From an optimization exercise on the open Yosys and OpenROAD flow, aimed at small area, a short achievable clock period and few clock cycles per item; shortcuts taken in it are not production practice.

==> inputs of job 8811 <==
==> flow/design.v <==
module sha256_engine (
    input  wire         clk,
    input  wire         rst,         
    input  wire         in_valid,
    output wire         in_ready,
    input  wire [31:0]  in_data,
    input  wire         in_init,     
    input  wire         in_sha224,   
    output reg          out_valid,
    output wire [255:0] out_digest
);
    localparam [255:0] IV256 = {32'h6a09e667, 32'hbb67ae85, 32'h3c6ef372, 32'ha54ff53a,
                                32'h510e527f, 32'h9b05688c, 32'h1f83d9ab, 32'h5be0cd19};
    localparam [255:0] IV224 = {32'hc1059ed8, 32'h367cd507, 32'h3070dd17, 32'hf70e5939,
                                32'hffc00b31, 32'h68581511, 32'h64f98fa7, 32'hbefa4fa4};
    reg        run;         
    reg [5:0]  t;           
    reg [3:0]  cnt;         
    reg        ibv;         
    reg [31:0] ib;
    reg        pinit, p224;    
    reg        cinit, c224;    
    reg        last;           
    reg  [1:0] lya, lye;       
    reg        fin;            
    reg        rot;            
    reg [31:0] h0, ax, ay, az, h4, ex, ey, ez;
    reg [31:0] a, b, c, d, e, f, g, h;
    reg [31:0] p;               
    reg [31:0] w [0:15];        
    integer i;
    wire hi    = (t[5:4] == 2'b11);
    wire xfer  = ibv & hi & (t[3:0] == cnt);
    reg  start;      
    reg  ld_alt;     
    reg  ivld;       
    assign in_ready   = ~ibv | xfer;
    assign out_digest = {h0, az, ay, ax, h4, ez, ey, ex};
    wire       accept = in_valid & in_ready;
    wire [3:0] idx    = cnt + {3'd0, ibv};
    reg [31:0] k_n;
    always @(*) begin
        case (t)
            6'd0:    k_n = 32'h71374491; 6'd1:    k_n = 32'hb5c0fbcf;
            6'd2:    k_n = 32'he9b5dba5; 6'd3:    k_n = 32'h3956c25b;
            6'd4:    k_n = 32'h59f111f1; 6'd5:    k_n = 32'h923f82a4;
            6'd6:    k_n = 32'hab1c5ed5; 6'd7:    k_n = 32'hd807aa98;
            6'd8:    k_n = 32'h12835b01; 6'd9:    k_n = 32'h243185be;
            6'd10:   k_n = 32'h550c7dc3; 6'd11:   k_n = 32'h72be5d74;
            6'd12:   k_n = 32'h80deb1fe; 6'd13:   k_n = 32'h9bdc06a7;
            6'd14:   k_n = 32'hc19bf174; 6'd15:   k_n = 32'he49b69c1;
            6'd16:   k_n = 32'hefbe4786; 6'd17:   k_n = 32'h0fc19dc6;
            6'd18:   k_n = 32'h240ca1cc; 6'd19:   k_n = 32'h2de92c6f;
            6'd20:   k_n = 32'h4a7484aa; 6'd21:   k_n = 32'h5cb0a9dc;
            6'd22:   k_n = 32'h76f988da; 6'd23:   k_n = 32'h983e5152;
            6'd24:   k_n = 32'ha831c66d; 6'd25:   k_n = 32'hb00327c8;
            6'd26:   k_n = 32'hbf597fc7; 6'd27:   k_n = 32'hc6e00bf3;
            6'd28:   k_n = 32'hd5a79147; 6'd29:   k_n = 32'h06ca6351;
            6'd30:   k_n = 32'h14292967; 6'd31:   k_n = 32'h27b70a85;
            6'd32:   k_n = 32'h2e1b2138; 6'd33:   k_n = 32'h4d2c6dfc;
            6'd34:   k_n = 32'h53380d13; 6'd35:   k_n = 32'h650a7354;
            6'd36:   k_n = 32'h766a0abb; 6'd37:   k_n = 32'h81c2c92e;
            6'd38:   k_n = 32'h92722c85; 6'd39:   k_n = 32'ha2bfe8a1;
            6'd40:   k_n = 32'ha81a664b; 6'd41:   k_n = 32'hc24b8b70;
            6'd42:   k_n = 32'hc76c51a3; 6'd43:   k_n = 32'hd192e819;
            6'd44:   k_n = 32'hd6990624; 6'd45:   k_n = 32'hf40e3585;
            6'd46:   k_n = 32'h106aa070; 6'd47:   k_n = 32'h19a4c116;
            6'd48:   k_n = 32'h1e376c08; 6'd49:   k_n = 32'h2748774c;
            6'd50:   k_n = 32'h34b0bcb5; 6'd51:   k_n = 32'h391c0cb3;
            6'd52:   k_n = 32'h4ed8aa4a; 6'd53:   k_n = 32'h5b9cca4f;
            6'd54:   k_n = 32'h682e6ff3; 6'd55:   k_n = 32'h748f82ee;
            6'd56:   k_n = 32'h78a5636f; 6'd57:   k_n = 32'h84c87814;
            6'd58:   k_n = 32'h8cc70208; 6'd59:   k_n = 32'h90befffa;
            6'd60:   k_n = 32'ha4506ceb; 6'd61:   k_n = 32'hbef9a3f7;
            6'd62:   k_n = 32'hc67178f2; default  k_n = 32'h428a2f98;
        endcase
    end
    function [31:0] add_bk(input [31:0] u, input [31:0] v);
        reg [31:0] gg, pp, p0;
        integer s, j;
        begin
            gg = u & v;
            p0 = u ^ v;
            pp = p0;
            for (s = 1; s < 32; s = s * 2)
                for (j = 2*s-1; j < 32; j = j + 2*s) begin
                    gg[j] = gg[j] | (pp[j] & gg[j-s]);
                    pp[j] = pp[j] & pp[j-s];
                end
            for (s = 8; s >= 1; s = s / 2)
                for (j = 3*s-1; j < 32; j = j + 2*s) begin
                    gg[j] = gg[j] | (pp[j] & gg[j-s]);
                    pp[j] = pp[j] & pp[j-s];
                end
            add_bk = p0 ^ {gg[30:0], 1'b0};
        end
    endfunction
    wire [255:0] iv_p = p224 ? IV224 : IV256;
    wire [255:0] iv_c = c224 ? IV224 : IV256;
    wire [31:0] s1  = {e[5:0], e[31:6]} ^ {e[10:0], e[31:11]} ^ {e[24:0], e[31:25]};
    wire [31:0] s0  = {a[1:0], a[31:2]} ^ {a[12:0], a[31:13]} ^ {a[21:0], a[31:22]};
    wire [31:0] chv = (e & f) ^ (~e & g);
    wire [31:0] mjv = (a & b) ^ (a & c) ^ (b & c);
    wire [31:0] ya  = {lya[1] ? h0[31:16] : 16'd0, lya[0] ? h0[15:0] : 16'd0};
    wire [31:0] ye  = {lye[1] ? h4[31:16] : 16'd0, lye[0] ? h4[15:0] : 16'd0};
    wire [31:0] a1s  = p ^ s1 ^ chv;
    wire [31:0] a1c  = (p & s1 | p & chv | s1 & chv);
    wire [31:0] a1cs = {a1c[30:0], 1'b0};
    wire [31:0] a2s  = ya ^ s0 ^ mjv;
    wire [31:0] a2c  = (ya & s0 | ya & mjv | s0 & mjv);
    wire [31:0] a2cs = {a2c[30:0], 1'b0};
    wire [31:0] a3s  = a1s ^ a1cs ^ a2s;
    wire [31:0] a3c  = (a1s & a1cs | a1s & a2s | a1cs & a2s);
    wire [31:0] a3cs = {a3c[30:0], 1'b0};
    wire [31:0] a4s  = a3s ^ a3cs ^ a2cs;
    wire [31:0] a4c  = (a3s & a3cs | a3s & a2cs | a3cs & a2cs);
    wire [31:0] a4cs = {a4c[30:0], 1'b0};
    wire [31:0] a_r  = a4s + a4cs;
    wire [31:0] e2s  = a1s ^ a1cs ^ d;
    wire [31:0] e2c  = (a1s & a1cs | a1s & d | a1cs & d);
    wire [31:0] e2cs = {e2c[30:0], 1'b0};
    wire [31:0] e3s  = e2s ^ e2cs ^ ye;
    wire [31:0] e3c  = (e2s & e2cs | e2s & ye | e2cs & ye);
    wire [31:0] e3cs = {e3c[30:0], 1'b0};
    wire [31:0] e_r  = e3s + e3cs;
    wire [31:0] suma = add_bk(ax, fin ? a : 32'd0);
    wire [31:0] sume = add_bk(ex, fin ? e : 32'd0);
    wire [31:0] ss0    = {w[1][6:0], w[1][31:7]} ^ {w[1][17:0], w[1][31:18]} ^ (w[1] >> 3);
    wire [31:0] ss1    = {w[14][16:0], w[14][31:17]} ^ {w[14][18:0], w[14][31:19]} ^ (w[14] >> 10);
    wire [31:0] w1s    = w[9] ^ w[0] ^ ss0;
    wire [31:0] w1c    = (w[9] & w[0] | w[9] & ss0 | w[0] & ss0);
    wire [31:0] w1cs   = {w1c[30:0], 1'b0};
    wire [31:0] w2s    = w1s ^ w1cs ^ ss1;
    wire [31:0] w2c    = (w1s & w1cs | w1s & ss1 | w1cs & ss1);
    wire [31:0] w_next = add_bk(w2s, {w2c[30:0], 1'b0});
    wire [31:0] gp     = start ? (pinit ? iv_p[31:0] : ey) : g;
    wire [31:0] p1s    = gp ^ k_n ^ w[1];
    wire [31:0] p1c    = (gp & k_n | gp & w[1] | k_n & w[1]);
    wire [31:0] p_next = add_bk(p1s, {p1c[30:0], 1'b0});
    wire [5:0] tn   = start ? 6'd0 :
                      (t == 6'd63 || (~run & cnt == 4'd0 & ~ibv)) ? 6'd48 : t + 6'd1;
    wire       runn = start | (run & t != 6'd63);
    wire       ibvn = accept | (ibv & ~xfer);
    wire [3:0] cntn = cnt + {3'd0, xfer};
    wire       pinn = (accept & idx == 4'd0) ? in_init : pinit;
    wire       stn  = (tn == 6'd63) & ibvn & (cntn == 4'd15);
    always @(posedge clk) begin
        for (i = 0; i < 15; i = i + 1)
            w[i] <= w[i+1];
        if (run & ~hi)
            w[15] <= w_next;
        else if (xfer)
            w[15] <= ib;
        else
            w[15] <= w[0];
        if (accept) begin
            ib <= in_data;
            if (idx == 4'd0) begin
                pinit <= in_init;
                p224  <= in_sha224;
            end
        end
        p <= p_next;
        a <= ld_alt ? (pinit ? iv_p[255:224] : h0) : a_r;
        b <= start ? (pinit ? iv_p[223:192] : suma) : a;
        c <= start ? (pinit ? iv_p[191:160] : az) : b;
        d <= start ? (pinit ? iv_p[159:128] : ay) : c;
        e <= ld_alt ? (pinit ? iv_p[127:96]  : h4) : e_r;
        f <= start ? (pinit ? iv_p[95:64]   : sume) : e;
        g <= start ? (pinit ? iv_p[63:32]   : ez) : f;
        h <= start ? (pinit ? iv_p[31:0]    : ey) : g;
        if (last)
            h0 <= a_r;
        else if (ivld)
            h0 <= iv_c[255:224];
        if (last)
            h4 <= e_r;
        else if (ivld)
            h4 <= iv_c[127:96];
        if (ivld) begin
            ax <= iv_c[159:128]; ay <= iv_c[191:160]; az <= iv_c[223:192];
            ex <= iv_c[31:0];    ey <= iv_c[63:32];   ez <= iv_c[95:64];
        end else if (rot) begin
            ax <= ay; ay <= az; az <= suma;
            ex <= ey; ey <= ez; ez <= sume;
        end
        if (start) begin
            cinit <= pinit;
            c224  <= p224;
        end
        if (rst) begin
            run       <= 1'b0;
            t         <= 6'd48;
            cnt       <= 4'd0;
            ibv       <= 1'b0;
            out_valid <= 1'b0;
            last      <= 1'b0;
            lya       <= 2'b00;
            lye       <= 2'b00;
            fin       <= 1'b0;
            rot       <= 1'b0;
            start     <= 1'b0;
            ld_alt    <= 1'b0;
            ivld      <= 1'b0;
        end else begin
            out_valid <= last;
            last      <= run & (t == 6'd62);
            lya[0]    <= run & (t == 6'd62);
            lya[1]    <= fin & (t == 6'd62);
            lye[0]    <= run & (t[5:1] == 5'd31) & ~t[0];
            lye[1]    <= fin & (t[5:1] == 5'd31) & ~t[0];
            fin       <= run & (t == 6'd60 || t == 6'd61 || t == 6'd62);
            rot       <= (t == 6'd60 || t == 6'd61 || t == 6'd62);
            ibv       <= ibvn;
            cnt       <= cntn;
            t         <= tn;
            run       <= runn;
            start     <= stn;
            ld_alt    <= stn & (pinn | ~runn);
            ivld      <= start & pinit;
        end
    end
endmodule
==> flow/run.sh <==
#!/bin/bash
# synth_recipe.tcl (not shown) runs the flow's synth.tcl, then flattens the netlist and writes it again
# the make line also repeats each setting of config.mk as NAME=value (left out here)
make -C /OpenROAD-flow-scripts/flow DESIGN_CONFIG=/design/flow/config.mk WORK_HOME=/design/flow/orfs CLKGATE_MAP_FILE= SYNTH_SCRIPT=/design/flow/synth_recipe.tcl finish
==> flow/config.mk <==
export PLATFORM = sky130hd
export DESIGN_NAME = sha256_engine
export DESIGN_NICKNAME = sha256_engine
export VERILOG_FILES = /design/flow/design.v
export SDC_FILE = /design/flow/constraint.sdc
export NUM_CORES = 4
export LEC_CHECK = 0
export CAP_MARGIN = 20
export CORE_MARGIN = 2
export CORE_UTILIZATION = 40
export PLACE_DENSITY = 0.6
export SETUP_SLACK_MARGIN = 5
export SLEW_MARGIN = 20
==> flow/constraint.sdc <==
create_clock -name core_clock -period 10.0 [get_ports {clk}]
set_input_delay 2.0000 -clock core_clock [delete_from_list [all_inputs] [get_ports {clk}]]
set_output_delay 2.0000 -clock core_clock [all_outputs]
set_load 0.01 [all_outputs]
==> job 1963: changes against job 8811 <==
--- a/flow/design.v
+++ b/flow/design.v
@@ -35,2 +35,3 @@
     reg  ld_alt;     
+    reg  gnorm, gey, g256, g224;    
     reg  ivld;       
@@ -135,3 +136,4 @@
     wire [31:0] w_next = add_bk(w2s, {w2c[30:0], 1'b0});
-    wire [31:0] gp     = start ? (pinit ? iv_p[31:0] : ey) : g;
+    wire [31:0] gp     = ({32{gnorm}} & g) | ({32{gey}} & ey) |
+                         ({32{g256}} & IV256[31:0]) | ({32{g224}} & IV224[31:0]);
     wire [31:0] p1s    = gp ^ k_n ^ w[1];
@@ -145,2 +147,3 @@
     wire       pinn = (accept & idx == 4'd0) ? in_init : pinit;
+    wire       p2n  = (accept & idx == 4'd0) ? in_sha224 : p224;
     wire       stn  = (tn == 6'd63) & ibvn & (cntn == 4'd15);
@@ -203,2 +206,6 @@
             ld_alt    <= 1'b0;
+            gnorm     <= 1'b1;
+            gey       <= 1'b0;
+            g256      <= 1'b0;
+            g224      <= 1'b0;
             ivld      <= 1'b0;
@@ -219,2 +226,6 @@
             ld_alt    <= stn & (pinn | ~runn);
+            gnorm     <= ~stn;
+            gey       <= stn & ~pinn;
+            g256      <= stn & pinn & ~p2n;
+            g224      <= stn & pinn & p2n;
             ivld      <= start & pinit;
--- a/flow/config.mk
+++ b/flow/config.mk
@@ -10,2 +10,4 @@
 export CORE_UTILIZATION = 40
+export CTS_BUF_LIST = sky130_fd_sc_hd__clkbuf_8
+export CTS_CLUSTER_SIZE = 20
 export PLACE_DENSITY = 0.6
==> job 4839: changes against job 8811 <==
--- a/flow/design.v
+++ b/flow/design.v
@@ -118,7 +118,10 @@
     wire [31:0] a_r  = a4s + a4cs;
-    wire [31:0] e2s  = a1s ^ a1cs ^ d;
-    wire [31:0] e2c  = (a1s & a1cs | a1s & d | a1cs & d);
+    wire [31:0] e1s  = d ^ p ^ ye;
+    wire [31:0] e1c  = (d & p | d & ye | p & ye);
+    wire [31:0] e1cs = {e1c[30:0], 1'b0};
+    wire [31:0] e2s  = e1s ^ e1cs ^ s1;
+    wire [31:0] e2c  = (e1s & e1cs | e1s & s1 | e1cs & s1);
     wire [31:0] e2cs = {e2c[30:0], 1'b0};
-    wire [31:0] e3s  = e2s ^ e2cs ^ ye;
-    wire [31:0] e3c  = (e2s & e2cs | e2s & ye | e2cs & ye);
+    wire [31:0] e3s  = e2s ^ e2cs ^ chv;
+    wire [31:0] e3c  = (e2s & e2cs | e2s & chv | e2cs & chv);
     wire [31:0] e3cs = {e3c[30:0], 1'b0};
--- a/flow/config.mk
+++ b/flow/config.mk
@@ -11,3 +11,2 @@
 export PLACE_DENSITY = 0.6
-export SETUP_SLACK_MARGIN = 5
 export SLEW_MARGIN = 20
==> run notes <==
- Job 1963 finished clean. Job 4839 ran to the end with no violations. Job 8811 ran to the end with no violations.
- Final area: job 4839 < job 1963 < job 8811.
- Global-route usage: job 1963 < job 4839 < job 8811.
- The highest register-to-register slack belongs to job 1963, the lowest to job 4839.
- The lowest cell count belongs to job 8811, the highest to job 1963.
- In flip-flop and latch count, job 8811 and job 4839 do not differ.
- The highest count of clock-buffer cells in the layout belongs to job 1963, the lowest to job 4839.
- Fmax: job 1963 > job 8811 > job 4839.
- The highest hold slack belongs to job 8811, the lowest to job 1963.
- Setup slack: job 4839 < job 8811 < job 1963.
No run of this note included a check of the RTL's function; only the layout flow was run.

## separate check: timing with driven ports
The flow's constraints put no driver on any port. The routed layouts listed below were extracted and timed again, unchanged, in two steps. Step 1 sets driving cells, clkbuf_16 on the clock port and buf_2 on the other inputs (assumed; they add their load-dependent delay and slew). Step 2 times the ports against the registers' clock, not the clock port: input delays grow and output delays shrink by t, the midpoint of the rising clock arrivals with the driver on. Three values: no drivers, after step 1, after step 2; two values: the first two.
run | shift t [ns] | setup WS [ns] | worst data-port slew with drivers (ns)
job 8811 | 0.829 | 4.650 / 4.650 / 4.332 | 0.04
job 1963 | 0.992 | 5.014 / 5.014 / 4.300 | 0.05
job 4839 | 0.816 | 3.832 / 3.832 / 3.832 | 0.04
After both steps every run listed still meets setup and hold. For job 1963, which loses most, drivers alone change the setup slack by 0.000 ns; drivers and shift together by -0.714 ns.
